Source: an optimization exercise on an open RTL-to-GDS flow (aim: small area, a short achievable clock period and few clock cycles). Production flows keep margins and buffers that such runs may drop.
No run shown here included a check of the RTL's function; only the layout flow was run.
Power is estimated from default activity; no workload was simulated.

<file path="design/flow/design.v">
module mx_src_pack (
    input  wire [31:0] x,
    input  wire [4:0]  nsh,
    output wire [1:0]  cls,     
    output wire [8:0]  xs,
    output wire [7:0]  fr
);
    wire [7:0]  e = x[30:23];
    wire [22:0] f = x[22:0];
    wire        e_max  = &e;
    wire        e_zero = ~|e;
    wire        f_zero = ~|f;
    assign cls = e_max ? (f_zero ? 2'd2 : 2'd3) : (e_zero && f_zero) ? 2'd1 : 2'd0;
    assign xs  = e_zero ? (9'd0 - {4'b0, nsh}) : {1'b0, e};
    assign fr  = e_zero ? {f[21:15], |f[14:0]} : {f[22:16], |f[15:0]};
endmodule
module mx_enc_align (
    input  wire [6:0]  dl,
    input  wire [7:0]  m,
    input  wire [2:0]  fsel,
    input  wire [9:0]  r,
    output wire [9:0]  d,
    output wire [7:0]  pre,
    output wire        g,
    output wire        st
);
    reg [2:0] mb;
    always @(*) begin
        case (fsel)
            3'd0: mb = 3'd3;
            3'd1: mb = 3'd2;
            3'd2: mb = 3'd2;
            3'd3: mb = 3'd3;
            3'd4: mb = 3'd1;
            default: mb = 3'd6;
        endcase
    end
    assign d = r - {{3{dl[6]}}, dl};
    wire       dneg = d[9];
    wire [3:0] dn   = 4'd0 - d[3:0];
    wire [3:0] rs   = !dneg ? 4'd0 : (d[9:3] != 7'h7F) ? 4'd8 : dn;
    wire [8:0] x0 = {1'b1, m};
    wire [8:0] x1 = rs[0] ? {1'b0, x0[8:1]} : x0;
    wire       s1 = rs[0] & x0[0];
    wire [8:0] x2 = rs[1] ? {2'b0, x1[8:2]} : x1;
    wire       s2 = s1 | (rs[1] & |x1[1:0]);
    wire [8:0] x3 = rs[2] ? {4'b0, x2[8:4]} : x2;
    wire       s3 = s2 | (rs[2] & |x2[3:0]);
    wire [8:0] y  = rs[3] ? 9'd0 : x3;
    wire       sy = rs[3] | s3;
    reg  [7:0] n;
    reg        gg, ss;
    always @(*) begin
        case (mb)
            3'd1: begin n = {1'b0, y[8:7]} ; gg = y[6]; ss = |y[5:0]; end
            3'd2: begin n = {5'b0, y[8:6]}; gg = y[5]; ss = |y[4:0]; end
            3'd3: begin n = {4'b0, y[8:5]}; gg = y[4]; ss = |y[3:0]; end
            default: begin n = {1'b0, y[8:2]}; gg = y[1]; ss = y[0]; end
        endcase
    end
    assign g  = gg;
    assign st = ss | sy;
    wire [4:0] eb1  = d[4:0] + 5'd1;
    wire [7:0] mask = ~(8'hFF << mb);
    assign pre = dneg ? n : ((({3'b0, eb1}) << mb) | (n & mask));
endmodule
module mx_enc_round (
    input  wire        s,
    input  wire [2:0]  cls,
    input  wire [7:0]  pre,
    input  wire        g,
    input  wire        st,
    input  wire [2:0]  fsel,
    input  wire        rtz,
    input  wire        nan_inf,
    output reg  [7:0]  code,
    output reg         f_of,
    output reg         f_uf,
    output reg         f_nx
);
    reg [6:0] maxcode;
    reg [2:0] wm1;
    reg       is_int;
    always @(*) begin
        is_int = 1'b0;
        case (fsel)
            3'd0: begin maxcode = 7'h7E; wm1 = 3'd7; end
            3'd1: begin maxcode = 7'h7B; wm1 = 3'd7; end
            3'd2: begin maxcode = 7'h1F; wm1 = 3'd5; end
            3'd3: begin maxcode = 7'h1F; wm1 = 3'd5; end
            3'd4: begin maxcode = 7'h07; wm1 = 3'd3; end
            default: begin maxcode = 7'h7F; wm1 = 3'd7; is_int = 1'b1; end
        endcase
    end
    wire       inc  = !rtz && g && (st || pre[0]);
    wire       neg  = is_int && s;
    wire [7:0] v    = (pre ^ {8{neg}}) + {7'b0, inc ^ neg};
    wire       ovf  = ({1'b0, pre} > {2'b0, maxcode}) || (pre == {1'b0, maxcode} && inc);
    wire       zr   = (pre == 8'd0) && !inc;
    wire [7:0] sgn = {7'b0, s} << wm1;
    wire [7:0] sat = is_int ? (s ? 8'h81 : 8'h7F) : (sgn | {1'b0, maxcode});
    always @(*) begin
        code = 8'h00;
        f_of = 1'b0;
        f_uf = 1'b0;
        f_nx = 1'b0;
        case (cls)
            3'd4: begin
                f_uf = 1'b1;
                f_nx = 1'b1;
                code = is_int ? 8'h00 : sgn;
            end
            3'd3: code = (fsel == 3'd0) ? 8'h7F : (fsel == 3'd1) ? 8'h7E : 8'h00;
            3'd2: begin
                if (nan_inf && fsel == 3'd1) begin
                    code = sgn | 8'h7C;
                end else begin
                    f_of = 1'b1;
                    f_nx = 1'b1;
                    code = (nan_inf && fsel == 3'd0) ? (sgn | 8'h7F) : sat;
                end
            end
            3'd1: code = is_int ? 8'h00 : sgn;
            default: begin
                if (ovf) begin
                    f_of = 1'b1;
                    f_nx = 1'b1;
                    if (nan_inf && !rtz)
                        code = (fsel == 3'd0) ? (sgn | 8'h7F) : (sgn | 8'h7C);
                    else
                        code = sat;
                end else begin
                    f_nx = g || st;
                    f_uf = zr;
                    code = is_int ? v : (sgn | v);
                end
            end
        endcase
    end
endmodule
module mxenc (
    input  wire         clk,
    input  wire         rst,           
    input  wire         in_valid,
    output wire         in_ready,
    input  wire [31:0]  in_data,       
    input  wire [3:0]   in_fmt,        
    input  wire [3:0]   in_ctl,        
    output reg          out_valid,
    input  wire         out_ready,
    output reg  [7:0]   out_scale,
    output wire [255:0] out_data,
    output reg  [3:0]   out_flags,     
    output reg          out_err        
);
    reg [5:0] in_cfg;
    always @(*) begin
        in_cfg[2:0] = 3'd0;
        in_cfg[5]   = 1'b0;
        case (in_fmt)
            4'h4: in_cfg[2:0] = 3'd0;
            4'h5: in_cfg[2:0] = 3'd1;
            4'h6: in_cfg[2:0] = 3'd2;
            4'h7: in_cfg[2:0] = 3'd3;
            4'h8: in_cfg[2:0] = 3'd4;
            4'h9: in_cfg[2:0] = 3'd5;
            default: in_cfg[5] = 1'b1;
        endcase
        if (in_ctl > 4'd3) in_cfg[5] = 1'b1;
        if (in_ctl[0] && !(in_fmt == 4'h4 || in_fmt == 4'h5)) in_cfg[5] = 1'b1;
        in_cfg[4] = in_ctl[1];
        in_cfg[3] = in_ctl[0];
    end
    reg         in_ready_r;
    assign in_ready = in_ready_r;
    wire in_fire = in_valid && in_ready_r;
    reg [31:0] i0_d;
    reg [5:0]  i0_cfg;
    reg        i0_v;
    reg [4:0]  nsh;                 
    wire       i0_un = (i0_d[30:23] == 8'd0) && (i0_d[22:0] != 23'd0) && !i0_d[22];
    always @(posedge clk) begin
        if (in_fire) begin
            i0_d   <= in_data;
            i0_cfg <= in_cfg;
            nsh    <= 5'd0;
        end else if (i0_v && i0_un) begin
            i0_d[22:0] <= {i0_d[21:0], 1'b0};
            nsh        <= nsh + 5'd1;
        end
    end
    wire in_un   = (in_data[30:23] == 8'd0) && (in_data[22:0] != 23'd0) && !in_data[22];
    wire i0_ok_n = in_fire ? !in_un : (!i0_un || i0_d[21]);
    wire [1:0] c0_cls;
    wire [8:0] c0_xs;
    wire [7:0] c0_fr;
    mx_src_pack u_pack (.x(i0_d), .nsh(nsh), .cls(c0_cls), .xs(c0_xs), .fr(c0_fr));
    wire       c0_s = i0_d[31];
    reg [4:0]  h;                   
    reg [12:0] ring [0:31];
    reg [4:0]  wcnt;                
    reg [4:0]  dcnt;                
    reg        wm;                  
    reg        dm;                  
    reg        dpend;               
    reg        pd;                  
    wire        stall;
    wire        stall_n;            
    wire        drain  = pd && !stall;
    wire        wr     = i0_v && !i0_un && wm && (!dpend || (wcnt < dcnt) || drain);
    wire [4:0]  h1     = h + 5'd1;
    wire        wlast  = wr && (wcnt == 5'd31);
    wire        wfirst = (wcnt == 5'd0);
    reg  [8:0] lead;                
    reg        any_fnz;             
    reg  [8:0] lc_e;                
    reg  [4:0] lc;                  
    reg        any_nan, any_snan;
    reg  [5:0] cfg_blk;
    wire       c0_zero = (c0_cls == 2'd1);
    wire       c0_inf  = (c0_cls == 2'd2);
    wire       c0_nan  = (c0_cls == 2'd3);
    wire       c0_fnz  = (c0_cls == 2'd0);
    wire [5:0] k_cfg   = wfirst ? i0_cfg : cfg_blk;
    wire       k_int   = (k_cfg[2:0] == 3'd5);
    reg  [5:0] k_w;                 
    always @(*) begin
        case (k_cfg[2:0])
            3'd0: k_w = 6'd19;
            3'd1: k_w = 6'd33;
            3'd2: k_w = 6'd10;
            3'd3: k_w = 6'd7;
            3'd4: k_w = 6'd5;
            default: k_w = 6'd8;
        endcase
    end
    wire       nolead  = wfirst || !any_fnz;
    wire [9:0] dlw     = {lead[8], lead} - {c0_xs[8], c0_xs};
    wire       newmax  = c0_fnz && (nolead || dlw[9]);
    wire       restart = c0_fnz && (nolead || (dlw[9] && (dlw[8:6] != 3'b111 ||
                                   (k_int && (dlw[5:3] != 3'b111 || dlw[2:0] == 3'd0)))));
    wire       tinyw   = c0_fnz && !newmax && ((dlw[8:6] != 3'd0) || (dlw[5:0] >= k_w));
    wire [6:0] dlq     = restart ? 7'd0 : dlw[6:0];
    wire [1:0] c0_sc   = c0_zero ? 2'd0 : c0_inf ? 2'd1 : c0_nan ? 2'd2 : 2'd3;
    reg  [12:0] c0_q;
    always @(*) begin
        if (k_int)
            c0_q = (!c0_fnz || tinyw) ? {c0_s, 4'b1000, c0_sc, 6'd0}
                                      : {c0_s, dlq[3:0], c0_fr};
        else
            c0_q = (!c0_fnz || tinyw) ? {c0_s, 7'd63, c0_sc, 3'd0}
                                      : {c0_s, dlq, c0_fr[7:4], |c0_fr[3:0]};
    end
    integer ri;
    always @(posedge clk) begin
        for (ri = 0; ri < 31; ri = ri + 1)
            ring[ri] <= ring[ri + 1];
        ring[31] <= wr ? c0_q : ring[0];
    end
    wire dpend_n = wlast || (dpend && !(drain && dcnt == 5'd31));
    wire dm_n    = wlast || drain || (h1 == dcnt);
    wire wm_n    = wr || (h1 == wcnt);
    wire i0_v_n  = (i0_v && !wr) || in_fire;
    always @(posedge clk) begin
        if (rst) begin
            i0_v       <= 1'b0;
            in_ready_r <= 1'b1;
            h          <= 5'd31;
            wcnt       <= 5'd0;
            wm         <= 1'b0;
        end else begin
            i0_v <= i0_v_n;
            h    <= h1;
            wm   <= wm_n;
            if (wr) wcnt <= h1;             
            in_ready_r <= !i0_v_n || (i0_ok_n && wm_n && (!dpend_n || (dpend_n && dm_n && !stall_n)));
        end
        if (wr) begin
            if (newmax) lead <= c0_xs;
            any_fnz <= c0_fnz || (!wfirst && any_fnz);
            if (restart) begin
                lc_e <= c0_xs;
                lc   <= wcnt;
            end
            any_nan  <= c0_nan || (!wfirst && any_nan);
            any_snan <= (c0_nan && !i0_d[22]) || (!wfirst && any_snan);
            if (wfirst) cfg_blk <= i0_cfg;
        end
    end
    always @(posedge clk) begin
        if (rst) begin
            dpend <= 1'b0;
            dcnt  <= 5'd0;
            dm    <= 1'b0;
            pd    <= 1'b0;
        end else begin
            dpend <= dpend_n;
            dm    <= dm_n;
            pd    <= dpend_n && dm_n;
            if (wlast) dcnt <= 5'd0;
            else if (drain) dcnt <= h1;     
        end
    end
    wire [2:0] b_fsel = cfg_blk[2:0];
    reg  [4:0] b_emax;
    reg  [4:0] b_memin;             
    always @(*) begin
        case (b_fsel)
            3'd0: begin b_emax = 5'd8;  b_memin = 5'd6;  end
            3'd1: begin b_emax = 5'd15; b_memin = 5'd14; end
            3'd2: begin b_emax = 5'd4;  b_memin = 5'd2;  end
            3'd3: begin b_emax = 5'd2;  b_memin = 5'd0;  end
            3'd4: begin b_emax = 5'd2;  b_memin = 5'd0;  end
            default: begin b_emax = 5'd0; b_memin = 5'd0; end
        endcase
    end
    wire [9:0] sc_raw   = {lead[8], lead} - {5'b0, b_emax};
    wire [7:0] b_scale  = !any_fnz ? 8'd127 : sc_raw[9] ? 8'd0 : sc_raw[7:0];
    wire [9:0] b_r      = {lc_e[8], lc_e} - {2'b0, b_scale} + {5'b0, b_memin};
    wire       b_err    = cfg_blk[5];
    wire       b_nanblk = any_nan && (b_fsel != 3'd0) && (b_fsel != 3'd1);
    reg  [2:0] a_fsel;
    reg        a_rtz, a_naninf, a_err, a_nanblk, a_snan;
    reg  [7:0] a_scale;
    reg  [4:0] a_lc;
    reg        a_int;
    reg  [2:0] r_fsel;
    reg        r_rtz, r_naninf, r_zero;
    reg  [1:0] r_wsel;              
    wire drain0 = drain && (dcnt == 5'd0);
    always @(posedge clk) begin
        if (drain0) begin
            a_fsel   <= b_fsel;
            a_rtz    <= cfg_blk[4];
            a_naninf <= cfg_blk[3];
            a_err    <= b_err;
            a_nanblk <= b_nanblk;
            a_snan   <= any_snan;
            a_scale  <= b_scale;
            a_lc     <= lc;
            a_int    <= (b_fsel == 3'd5);
        end
    end
    reg        d1_v;
    reg        d1_s, d1_spc;
    reg [6:0]  d1_dl;
    reg [7:0]  d1_m;
    wire       d1_first = (dcnt == 5'd1);
    wire       d1_last  = (dcnt == 5'd0);
    wire [4:0] d1_idx   = dcnt - 5'd1;
    reg  [9:0] rr;                  
    wire [12:0] hq    = ring[0];
    wire        h_int = drain0 ? (b_fsel == 3'd5) : a_int;
    always @(posedge clk) begin
        if (rst) d1_v <= 1'b0;
        else if (!stall) d1_v <= drain;
        if (!stall) begin
            d1_s   <= hq[12];
            d1_spc <= h_int ? (hq[11:8] == 4'b1000) : (hq[11:5] == 7'd63);
            d1_dl  <= h_int ? {{3{hq[11]}}, hq[11:8]} : hq[11:5];
            d1_m   <= h_int ? hq[7:0] : {hq[4:1], 3'b000, hq[0]};
        end
    end
    wire [1:0] d1_sc  = d1_m[7:6];
    wire       early  = (d1_idx < a_lc);
    wire [2:0] al_cls = d1_spc ? ((d1_sc == 2'd3) ? 3'd4 : {1'b0, d1_sc + 2'd1}) :
                        early ? 3'd4 : 3'd0;
    wire       al_g, al_st;
    wire [9:0] al_d;
    wire [7:0] al_pre;
    mx_enc_align u_align (
        .dl(d1_dl), .m(d1_m), .fsel(a_fsel), .r(rr),
        .d(al_d), .pre(al_pre), .g(al_g), .st(al_st)
    );
    always @(posedge clk) begin
        if (drain0) rr <= b_r;
        else if (d1_v && !stall && !d1_spc && !early && d1_dl[6]) rr <= al_d;
    end
    reg        d2_v;
    reg        d2_s, d2_g, d2_st;
    reg [2:0]  d2_cls;
    reg [7:0]  d2_pre;
    reg [1:0]  d2_idx;
    reg        d2_first, d2_last;
    always @(posedge clk) begin
        if (rst) d2_v <= 1'b0;
        else if (!stall) d2_v <= d1_v;
        if (!stall) begin
            d2_s     <= d1_s;
            d2_g     <= al_g;
            d2_st    <= al_st;
            d2_cls   <= al_cls;
            d2_pre   <= al_pre;
            d2_idx   <= d1_idx[1:0];
            d2_first <= d1_first;
            d2_last  <= d1_last;
            if (d1_v && d1_first) begin
                r_fsel   <= a_fsel;
                r_rtz    <= a_rtz;
                r_naninf <= a_naninf;
                r_zero   <= a_err || a_nanblk;
                r_wsel   <= a_err ? 2'd0 : (a_fsel == 3'd2 || a_fsel == 3'd3) ? 2'd1 :
                            (a_fsel == 3'd4) ? 2'd2 : 2'd0;
            end
        end
    end
    wire [7:0] e_code;
    wire       e_of, e_uf, e_nx;
    mx_enc_round u_round (
        .s(d2_s), .cls(d2_cls), .pre(d2_pre), .g(d2_g), .st(d2_st),
        .fsel(r_fsel), .rtz(r_rtz), .nan_inf(r_naninf),
        .code(e_code), .f_of(e_of), .f_uf(e_uf), .f_nx(e_nx)
    );
    wire [7:0] code = r_zero ? 8'd0 : e_code;
    reg  [2:0] facc;                
    wire [2:0] fl_now = d2_first ? {e_of, e_uf, e_nx} : (facc | {e_of, e_uf, e_nx});
    reg [247:0] o;
    reg [7:0]   t;
    assign out_data = {t, o};
    reg [7:0] acc;                  
    reg       emit;
    reg [7:0] byte_in;
    always @(*) begin
        case (r_wsel)
            2'd1: begin
                emit = (d2_idx != 2'd0);
                case (d2_idx)
                    2'd1: byte_in = {code[1:0], acc[5:0]};
                    2'd2: byte_in = {code[3:0], acc[3:0]};
                    default: byte_in = {code[5:0], acc[1:0]};
                endcase
            end
            2'd2: begin
                emit    = d2_idx[0];
                byte_in = {code[3:0], acc[3:0]};
            end
            default: begin
                emit    = !d2_first;
                byte_in = acc;
            end
        endcase
    end
    reg    stall_r;
    assign stall = stall_r;
    wire take  = d2_v && !stall;
    wire shift = take && emit;
    wire   out_valid_n = (out_valid && !out_ready) || (take && d2_last);
    wire [1:0] d1_wsel = !d1_first ? r_wsel :
                         a_err ? 2'd0 : (a_fsel == 3'd2 || a_fsel == 3'd3) ? 2'd1 :
                         (a_fsel == 3'd4) ? 2'd2 : 2'd0;
    wire   d1_emit = (d1_wsel == 2'd1) ? (d1_idx[1:0] != 2'd0) :
                     (d1_wsel == 2'd2) ? d1_idx[0] : !d1_first;
    assign stall_n = out_valid_n && (stall ? emit : (d1_v && d1_emit));
    always @(posedge clk) begin
        if (rst) stall_r <= 1'b0;
        else     stall_r <= stall_n;
    end
    always @(posedge clk) begin
        if (take) begin
            facc <= fl_now;
            case (r_wsel)
                2'd1: case (d2_idx)
                    2'd0: acc <= {2'b0, code[5:0]};
                    2'd1: acc <= {4'b0, code[5:2]};
                    2'd2: acc <= {6'b0, code[5:4]};
                    default: ;
                endcase
                2'd2: acc <= {4'b0, code[3:0]};
                default: acc <= code;
            endcase
            if (d2_last) t <= (r_wsel == 2'd0) ? code : 8'd0;
        end
        if (shift) begin
            o[239:0]   <= o[247:8];
            o[247:240] <= (r_wsel == 2'd0) ? byte_in : 8'd0;
            if (r_wsel == 2'd1) o[191:184] <= byte_in;
            if (r_wsel == 2'd2) o[127:120] <= byte_in;
        end
    end
    always @(posedge clk) begin
        if (rst) begin
            out_valid <= 1'b0;
        end else begin
            if (out_valid && out_ready) out_valid <= 1'b0;
            if (take && d2_last) begin
                out_valid      <= 1'b1;
                out_flags[2:0] <= r_zero ? 3'd0 : fl_now;
            end
        end
        if (take && d2_idx == 2'd1) begin
            out_scale    <= a_err ? 8'd0 : a_nanblk ? 8'hFF : a_scale;
            out_err      <= a_err;
            out_flags[3] <= a_snan && !a_err;
        end
    end
endmodule
</file>
<file path="design/flow/flow/run.sh">
#!/bin/bash
# The standard layout, with the port buffers built from plain buffers
# (buf_2) instead of the cell buffer_ports picks by itself.
set -euo pipefail
export BUFFER_PORTS_ARGS="-buffer_cell sky130_fd_sc_hd__buf_2"
bash standard.sh > standard.log 2>&1
</file>
<file path="design/flow/standard.sh">
#!/bin/bash
# synth_recipe.tcl (not shown) runs the flow's synth.tcl, then flattens the netlist and writes it again
# the make line also repeats each setting of config.mk as NAME=value (left out here)
make -C /OpenROAD-flow-scripts/flow DESIGN_CONFIG=/design/flow/config.mk WORK_HOME=/design/flow/orfs CLKGATE_MAP_FILE= SYNTH_SCRIPT=/design/flow/synth_recipe.tcl "${@:-finish}"
</file>
<file path="design/flow/config.mk">
export PLATFORM = sky130hd
export DESIGN_NAME = mxenc
export DESIGN_NICKNAME = mxenc
export VERILOG_FILES = /design/flow/design.v
export SDC_FILE = /design/flow/constraint.sdc
export NUM_CORES = 8
export LEC_CHECK = 0
export CAP_MARGIN = 20
export CORE_MARGIN = 2
export CORE_UTILIZATION = 55
export CTS_BUF_LIST = sky130_fd_sc_hd__clkbuf_16 sky130_fd_sc_hd__clkbuf_8
export CTS_CLUSTER_DIAMETER = 55
export CTS_CLUSTER_SIZE = 18
export PLACE_DENSITY = 0.65
export SLEW_MARGIN = 20
export SYNTH_HIERARCHICAL = 0
</file>
<file path="design/flow/constraint.sdc">
create_clock -name core_clock -period 24.0 [get_ports {clk}]
set_input_delay 4.8000 -clock core_clock [delete_from_list [all_inputs] [get_ports {clk}]]
set_output_delay 4.8000 -clock core_clock [all_outputs]
set_load 0.01 [all_outputs]
</file>
==> impl_metrics.env, run 1 <==
export IMPL_p_total_mw=2.64
export IMPL_end_kind="output port"
export IMPL_yosysSeqAreaShare=0.745
export IMPL_clkSinkCount=870
export IMPL_synth_compound_area_frac=0.0811
export IMPL_die_y_um=234
export IMPL_dieArea_um2=54700
export IMPL_syn_area_per_cell_um2=14.4
export IMPL_core_um2=52400
export IMPL_critPathTopFamily="flip-flops"
export IMPL_gp_congestion=0.861
export IMPL_finalCriticalPeriod_ns=6.07
export IMPL_syn_instance_count=2021
export IMPL_clk_latency_ns=0.66
export IMPL_syn_cell_area_um2=29100
export IMPL_cp_data_required_time_ns=19.20
export IMPL_root_buffer="clkbuf_16"
export IMPL_synth_simple_gate_area_frac=0.0762
export IMPL_arrival_ns=1.27
export IMPL_slew_violations=0
export IMPL_layout_cells_non_filler=3079
export IMPL_power_leakage_nw=12.8
export IMPL_status="finished clean"
export IMPL_crit_path_max_fanout=2
export IMPL_slowest_delay_ns=0.44
export IMPL_initial_core_util=0.554
export IMPL_antennaDiodeCount=0
export IMPL_crit_chain="buf_2"
export IMPL_synth_async_sr_flop_share=0
export IMPL_vias=16726
export IMPL_tritoncts="built"
export IMPL_htreeDepth=2
export IMPL_yosysWarningCount=4
export IMPL_synth_edff_count=424
export IMPL_wl_per_cell_um=19.3
export IMPL_worst_slew_pin_slew_ns=1.06
export IMPL_synthMuxAreaShare=0.0241
export IMPL_ys_ff_latch=870
export IMPL_cts_setup_buffers=0
export IMPL_r2r_setup_slack_ns=18.36
export IMPL_grt_pass1_vias=16146
export IMPL_slowest_stage="edfxtp_1"
export IMPL_portBuffers=314
export IMPL_multi_input_area_um2=6840
export IMPL_track_usage=0.211
export IMPL_hold_buffers=0
export IMPL_finalWorstSetupSlack_ns=17.93
export IMPL_rsz0062_at_grt="false"
export IMPL_finalInstanceArea_um2=33300
export IMPL_crit_type="flop to output port"
export IMPL_postRouteAntennaNets=0
export IMPL_numCtsBuffers=61
export IMPL_num_fill_cells=3979
export IMPL_finalHoldViolations=0
export IMPL_max_freq_ghz=0.165
export IMPL_synth_fa_ha_area_frac=0.0362
export IMPL_yosysUniqueCellTypes=81
export IMPL_drt_iter0_drc=1331
export IMPL_die_w_um=234
export IMPL_synth_top_family_by_area="compound AO/OA/AOI/OAI gates"
export IMPL_hold_path_class="flop to flop"
export IMPL_synth_top_flop_cell="dfxtp_1"
export IMPL_grt_pass1_wl_mm=89.9
export IMPL_regArea_um2=21700
export IMPL_std_cell_rows=84
export IMPL_grt_overflow=0
export IMPL_power_density_nw_per_um2=79.4
export IMPL_relSlewSlack=0.290
export IMPL_dp_cells=2975
export IMPL_setup_viol=0
export IMPL_final_common_cell="dfxtp_1"
export IMPL_ios=315
export IMPL_area_growth_pct=14.6
export IMPL_grt_max_degree=85
export IMPL_layout_common_cells="dfxtp_1, edfxtp_1, buf_2, nor2_1, nand2_1"
export IMPL_drv_cap=0
export IMPL_drc_errors=0
export IMPL_dpl_instance_area_um2=31400
export IMPL_worstPathBufferInverterCount=1
export IMPL_cts_resized=0
export IMPL_layout_nets=2475
export IMPL_start_kind="flop"
export IMPL_skew_ns=0.0721
export IMPL_dpl_hpwl_mm=42.9
export IMPL_vdd_ir_drop_max_v=0.0000680
export IMPL_clkTransAtPathRegs_ns=0.08
export IMPL_synth_fp_nets=2145
export IMPL_preCtsSetupSlack_ns=17.32
export IMPL_antenna_found_initial=1
export IMPL_routed_wl_mm=59.3
export IMPL_final_setup_tns_ns=0
export IMPL_synthXorXnorAreaFrac=0.0172
export IMPL_dr_pass1_iters=5
export IMPL_layout_drive_gt1_share=0.198
export IMPL_min_period_over_period=0.253
export IMPL_routed_via_density=5.43
export IMPL_cts_max_path_buffers=3
## routing by layer
metal / wire [um] / global-route usage
met2: 29400 / 0.366
met5: 0 / 0
met4: 1440 / 0.0627
met3: 3410 / 0.0305
met1: 25100 / 0.275
## power breakdown
part / total, mW / internal [mW] / switching (mW)
Clock: 1.00 / 0.500 / 0.502
Combinational: 0.0668 / 0.0278 / 0.0391
Sequential: 1.58 / 1.57 / 0.0106
Total: 2.64 / 2.09 / 0.552
## stage by stage
stage          hold slack, ns   util
5_1_grt                 0.305  0.635
3_3_place_gp            0.310  0.598
3_5_place_dp            0.312  0.598
2_1_floorplan           0.310      -
4_1_cts                 0.305  0.635
6_report                0.301  0.635
## cell type report
class | instances | share of cell area
clock inverters | 36 | 0.00957
well taps | 688 | 0.0258
repair buffers | 325 | 0.0496
multi-input cells | 997 | 0.205
clock buffers | 67 | 0.0490
flip-flops and latches | 870 | 0.650
inverters | 96 | 0.0108
## cells in the mapped netlist, types with 19 or more instances
| cell | count | share of area |
|---|---|---|
| and2_1 | 20 | 0.0043 |
| o21ai_0 | 60 | 0.010 |
| edfxtp_1 | 424 | 0.44 |
| mux2i_1 | 24 | 0.0083 |
| a21o_1 | 19 | 0.0049 |
| nand2_1 | 112 | 0.014 |
| xnor2_1 | 37 | 0.011 |
| ha_1 | 73 | 0.031 |
| nor3_1 | 28 | 0.0048 |
| xor2_1 | 20 | 0.0060 |
| nand3_1 | 25 | 0.0043 |
| dfxtp_1 | 446 | 0.31 |
| a211oi_1 | 23 | 0.0059 |
| clkbuf_1 | 48 | 0.0062 |
| mux2_2 | 41 | 0.016 |
| nand2b_1 | 24 | 0.0052 |
| a21oi_1 | 85 | 0.015 |
| nor2b_1 | 38 | 0.0082 |
| inv_1 | 92 | 0.012 |
| nor2_1 | 119 | 0.015 |
## path summary, 6_finish.rpt
| kind | start | end | depth (start not counted) |
|---|---|---|---|
| worst min register to register | ring[8][10]$_DFF_P_ | ring[7][10]$_DFF_P_ | 0 |
| worst max-delay path | o[130]$_DFFE_PP_ | out_data[130] | 1 |
| worst min-delay path | ring[8][10]$_DFF_P_ | ring[7][10]$_DFF_P_ | 0 |
| worst max register to register | i0_d[28]$_DFFE_PP_ | ring[31][9]$_DFF_P_ | 17 |
## cell families after synthesis
group / Yosys count
fa+ha+maj: 80
buf+inv: 154
flops: 870
simple gates: 448
mux: 65
xor+xnor: 57
compound gates: 347
## state kept, by name (all words and copies together), names as in the netlist, 4 cells and up
register / count
a_lc: 5
a_scale: 8
acc: 8
cfg_blk: 6
d1_dl: 7
d1_m: 8
d2_pre: 8
dcnt: 5
h: 5
i0_cfg: 6
i0_d: 32
lc: 5
lc_e: 9
lead: 9
nsh: 5
o: 248
out_flags: 4
out_scale: 8
ring: 416
rr: 10
t: 8
wcnt: 5
==> run 2, diff against run 1 <==
--- a/design/flow/design.v
+++ b/design/flow/design.v
@@ -1,5 +1,5 @@
 module mx_src_pack (
     input  wire [31:0] x,
-    input  wire [4:0]  nsh,
+    input  wire [5:0]  nsh,     
     output wire [1:0]  cls,     
     output wire [8:0]  xs,
@@ -12,5 +12,5 @@
     wire        f_zero = ~|f;
     assign cls = e_max ? (f_zero ? 2'd2 : 2'd3) : (e_zero && f_zero) ? 2'd1 : 2'd0;
-    assign xs  = e_zero ? (9'd0 - {4'b0, nsh}) : {1'b0, e};
+    assign xs  = e_zero ? {{3{nsh[5]}}, nsh} : {1'b0, e};
     assign fr  = e_zero ? {f[21:15], |f[14:0]} : {f[22:16], |f[15:0]};
 endmodule
@@ -178,5 +178,5 @@
     reg [5:0]  i0_cfg;
     reg        i0_v;
-    reg [4:0]  nsh;                 
+    reg [5:0]  nsh;                 
     wire       i0_un = (i0_d[30:23] == 8'd0) && (i0_d[22:0] != 23'd0) && !i0_d[22];
     always @(posedge clk) begin
@@ -184,8 +184,8 @@
             i0_d   <= in_data;
             i0_cfg <= in_cfg;
-            nsh    <= 5'd0;
+            nsh    <= 6'd0;
         end else if (i0_v && i0_un) begin
             i0_d[22:0] <= {i0_d[21:0], 1'b0};
-            nsh        <= nsh + 5'd1;
+            nsh        <= nsh - 6'd1;
         end
     end
@@ -348,5 +348,5 @@
     wire       d1_first = (dcnt == 5'd1);
     wire       d1_last  = (dcnt == 5'd0);
-    wire [4:0] d1_idx   = dcnt - 5'd1;
+    wire [1:0] d1_idx   = dcnt[1:0] - 2'd1;    
     reg  [9:0] rr;                  
     wire [12:0] hq    = ring[0];
@@ -363,5 +363,5 @@
     end
     wire [1:0] d1_sc  = d1_m[7:6];
-    wire       early  = (d1_idx < a_lc);
+    wire       early  = (dcnt != 5'd0) && (dcnt <= a_lc);    
     wire [2:0] al_cls = d1_spc ? ((d1_sc == 2'd3) ? 3'd4 : {1'b0, d1_sc + 2'd1}) :
                         early ? 3'd4 : 3'd0;
@@ -392,5 +392,5 @@
             d2_cls   <= al_cls;
             d2_pre   <= al_pre;
-            d2_idx   <= d1_idx[1:0];
+            d2_idx   <= d1_idx;
             d2_first <= d1_first;
             d2_last  <= d1_last;
@@ -449,5 +449,5 @@
                          a_err ? 2'd0 : (a_fsel == 3'd2 || a_fsel == 3'd3) ? 2'd1 :
                          (a_fsel == 3'd4) ? 2'd2 : 2'd0;
-    wire   d1_emit = (d1_wsel == 2'd1) ? (d1_idx[1:0] != 2'd0) :
+    wire   d1_emit = (d1_wsel == 2'd1) ? (d1_idx != 2'd0) :
                      (d1_wsel == 2'd2) ? d1_idx[0] : !d1_first;
     assign stall_n = out_valid_n && (stall ? emit : (d1_v && d1_emit));
--- a/design/flow/config.mk
+++ b/design/flow/config.mk
@@ -9,5 +9,5 @@
 export CORE_MARGIN = 2
 export CORE_UTILIZATION = 55
-export CTS_BUF_LIST = sky130_fd_sc_hd__clkbuf_16 sky130_fd_sc_hd__clkbuf_8
+export CTS_BUF_LIST = sky130_fd_sc_hd__clkbuf_8
 export CTS_CLUSTER_DIAMETER = 55
 export CTS_CLUSTER_SIZE = 18
==> impl_metrics.env, run 2 <==
export IMPL_gp_congestion=0.873
export IMPL_clkTransAtPathRegs_ns=0.11
export IMPL_power_density_nw_per_um2=73.0
export IMPL_hold_buffers=0
export IMPL_skew_ns=0.0692
export IMPL_end_kind="output port"
export IMPL_p_total_mw=2.38
export IMPL_slowest_delay_ns=0.49
export IMPL_setup_viol=0
export IMPL_vdd_ir_drop_max_v=0.0000713
export IMPL_std_cell_rows=84
export IMPL_yosysWarningCount=4
export IMPL_clkSinkCount=871
export IMPL_finalInstanceArea_um2=32600
export IMPL_max_freq_ghz=0.161
export IMPL_relSlewSlack=0.269
export IMPL_antenna_found_initial=1
export IMPL_largest_register_ffs=416
export IMPL_synth_fp_nets=2208
export IMPL_reg_largest_list="ring (416), o (248), i0_d (32)"
export IMPL_slew_violations=0
export IMPL_ys_ff_latch=871
export IMPL_layout_common_cells="dfxtp_1, edfxtp_1, buf_2, nand2_1, nor2_1"
export IMPL_dr_pass1_iters=5
export IMPL_initial_core_util=0.555
export IMPL_final_setup_tns_ns=0
export IMPL_drc_errors=0
export IMPL_root_buffer="clkbuf_8"
export IMPL_dpl_hpwl_mm=41.8
export IMPL_drv_cap=0
export IMPL_finalCriticalPeriod_ns=6.21
export IMPL_synth_commonest_cells="dfxtp_1, edfxtp_1, nand2_1"
export IMPL_synth_async_sr_flop_share=0
export IMPL_routed_via_density=5.35
export IMPL_dpl_instance_area_um2=31400
export IMPL_wl_per_cell_um=18.6
export IMPL_layout_nets=2534
export IMPL_power_leakage_nw=12.7
export IMPL_grt_pass1_wl_mm=89.1
export IMPL_crit_path_max_fanout=2
export IMPL_final_common_cell="dfxtp_1"
export IMPL_dieArea_um2=54800
export IMPL_tritoncts="built"
export IMPL_hold_path_class="flop to flop"
export IMPL_syn_area_per_cell_um2=14.0
export IMPL_finalHoldViolations=0
export IMPL_yosysUniqueCellTypes=85
export IMPL_vias=16801
export IMPL_die_w_um=234
export IMPL_yosysTopAreaCellShare=0.437
export IMPL_rsz0062_at_grt="false"
export IMPL_yosysTopAreaCell="edfxtp_1"
export IMPL_numCtsBuffers=61
export IMPL_grt_pass1_vias=16051
export IMPL_ios=315
export IMPL_fin_util=0.622
export IMPL_grt_max_degree=88
export IMPL_worstPathBufferInverterCount=1
export IMPL_layout_drive_gt1_share=0.183
export IMPL_portBuffers=314
export IMPL_synth_top_flop_cell="dfxtp_1"
export IMPL_crit_type="flop to output port"
export IMPL_syn_cell_area_um2=29100
export IMPL_synth_area_top_cells="edfxtp_1, dfxtp_1, ha_1, nand2_1, nor2_1"
export IMPL_track_usage=0.209
export IMPL_core_um2=52400
export IMPL_htreeDepth=2
export IMPL_area_growth_pct=12.0
export IMPL_min_period_over_period=0.259
export IMPL_arrival_ns=1.41
export IMPL_drt_iter0_drc=985
export IMPL_slowest_stage="edfxtp_1"
export IMPL_worst_slew_pin_slew_ns=1.10
export IMPL_cts_setup_buffers=0
export IMPL_cp_data_required_time_ns=19.20
export IMPL_status="finished clean"
export IMPL_cts_max_path_buffers=3
export IMPL_yosysSeqAreaShare=0.744
export IMPL_synth_edff_count=424
export IMPL_crit_chain="buf_2"
export IMPL_critPathTopFamily="flip-flops"
export IMPL_largest_register="ring"
export IMPL_synth_most_common_cell="dfxtp_1"
export IMPL_cts_resized=0
export IMPL_syn_instance_count=2084
export IMPL_grt_overflow=0
export IMPL_die_y_um=234
export IMPL_routed_wl_mm=58.3
export IMPL_postRouteAntennaNets=0
export IMPL_clk_latency_ns=0.75
export IMPL_start_kind="flop"
==> run 2: changes by cell type after synthesis, sizes merged, moves of 8 or more <==
cell,change
a21oi,-9
mux2,-26
nand2,+63
nand3,+8
nand4,-8
o21ai,+19
==> run 2: layout make-up <==
type	count	area (um2)
multi-input cells	1058	6860
fillers	4040	19800
inverters	95	357
clock buffers	64	881
clock inverters	42	319
flip-flops and latches	871	21700
diodes	2	5.00
well taps	688	861
repair buffers	323	1640
==> run 2: where the power goes <==
part	leakage [nW]	internal (mW)	total (mW)	switching (mW)
logic	4.44	0.0256	0.0657	0.0400
clock network	0.702	0.274	0.738	0.464
registers	7.54	1.57	1.58	0.0105
==> run 2: per-layer routing <==
| layer | global-route usage | share of wire | routed length [um] | up-vias |
|---|---|---|---|---|
| met2 | 0.343 | 0.47 | 27700 | 495 |
| li1 | - | - | - | 8081 |
| met1 | 0.282 | 0.43 | 25300 | 8137 |
| met5 | 0 | 0 | 0 | - |
| met4 | 0.0714 | 0.025 | 1440 | 0 |
| met3 | 0.0377 | 0.066 | 3860 | 88 |
==> run 2: worst paths after layout <==
kind,to,slack (ns),start,cells after the start
max reg2reg,ring[31][9]$_DFF_P_,18.40,i0_d[28]$_DFFE_PP_,16
min reg2reg,ring[1][1]$_DFF_P_,0.30,ring[2][1]$_DFF_P_,0
max,out_data[134],17.79,o[134]$_DFFE_PP_,1
min,ring[1][1]$_DFF_P_,0.30,ring[2][1]$_DFF_P_,0
==> run 2: cells by family (layout without fill, tap and decap cells) <==
| family | after synthesis | in the layout | share of synthesized area |
|---|---|---|---|
| DFF | 871 | 871 | 0.744 |
| muxes | 33 | 33 | 0.0124 |
| xor gates and xnor gates | 59 | 59 | 0.0177 |
| AOI/OAI and AO/OA | 335 | 335 | 0.0758 |
| adders and majority gates | 80 | 80 | 0.0362 |
| and+or+nand+nor | 551 | 551 | 0.0928 |
| other | 0 | 2 | 0 |
| buffers and inverters | 155 | 524 | 0.0205 |
==> run 2: per-stage QoR <==
stage | hold slack [ns] | instances | setup slack, ns
CTS | 0.312 | 3141 | 17.72
global placement | 0.310 | 3035 | 17.30
finish | 0.301 | 3143 | 17.79
floorplan | 0.310 | 2084 | 16.44
detailed placement | 0.312 | 3035 | 17.22
global route | 0.315 | 3142 | 17.71

## port drivers added, routing unchanged
The flow's constraints put no driver on any port. The routed layouts listed below were extracted and timed again, unchanged, in two steps.
Step 1 assumes that a clkbuf_16 drives the clock port and a buf_2 every other input.
Step 2 moves the port delays by t, midway between the first and last clock arrival at a register: inputs arrive t later, outputs are due t later. That takes back most of the time a late clock gives input paths.
Three values: no drivers, after step 1, after step 2; two values: the first two.
run	t (ns)	slack for setup (ns)	worst slew at a driven data input, ns
run 1	0.684	17.927 / 17.871 / 17.370	0.09
run 2	0.776	17.787 / 17.728 / 17.249	0.06
After both steps every run listed still meets setup and hold. The setup slack of run 1, which loses most, moves by -0.056 ns with the drivers and by -0.557 ns with both steps.
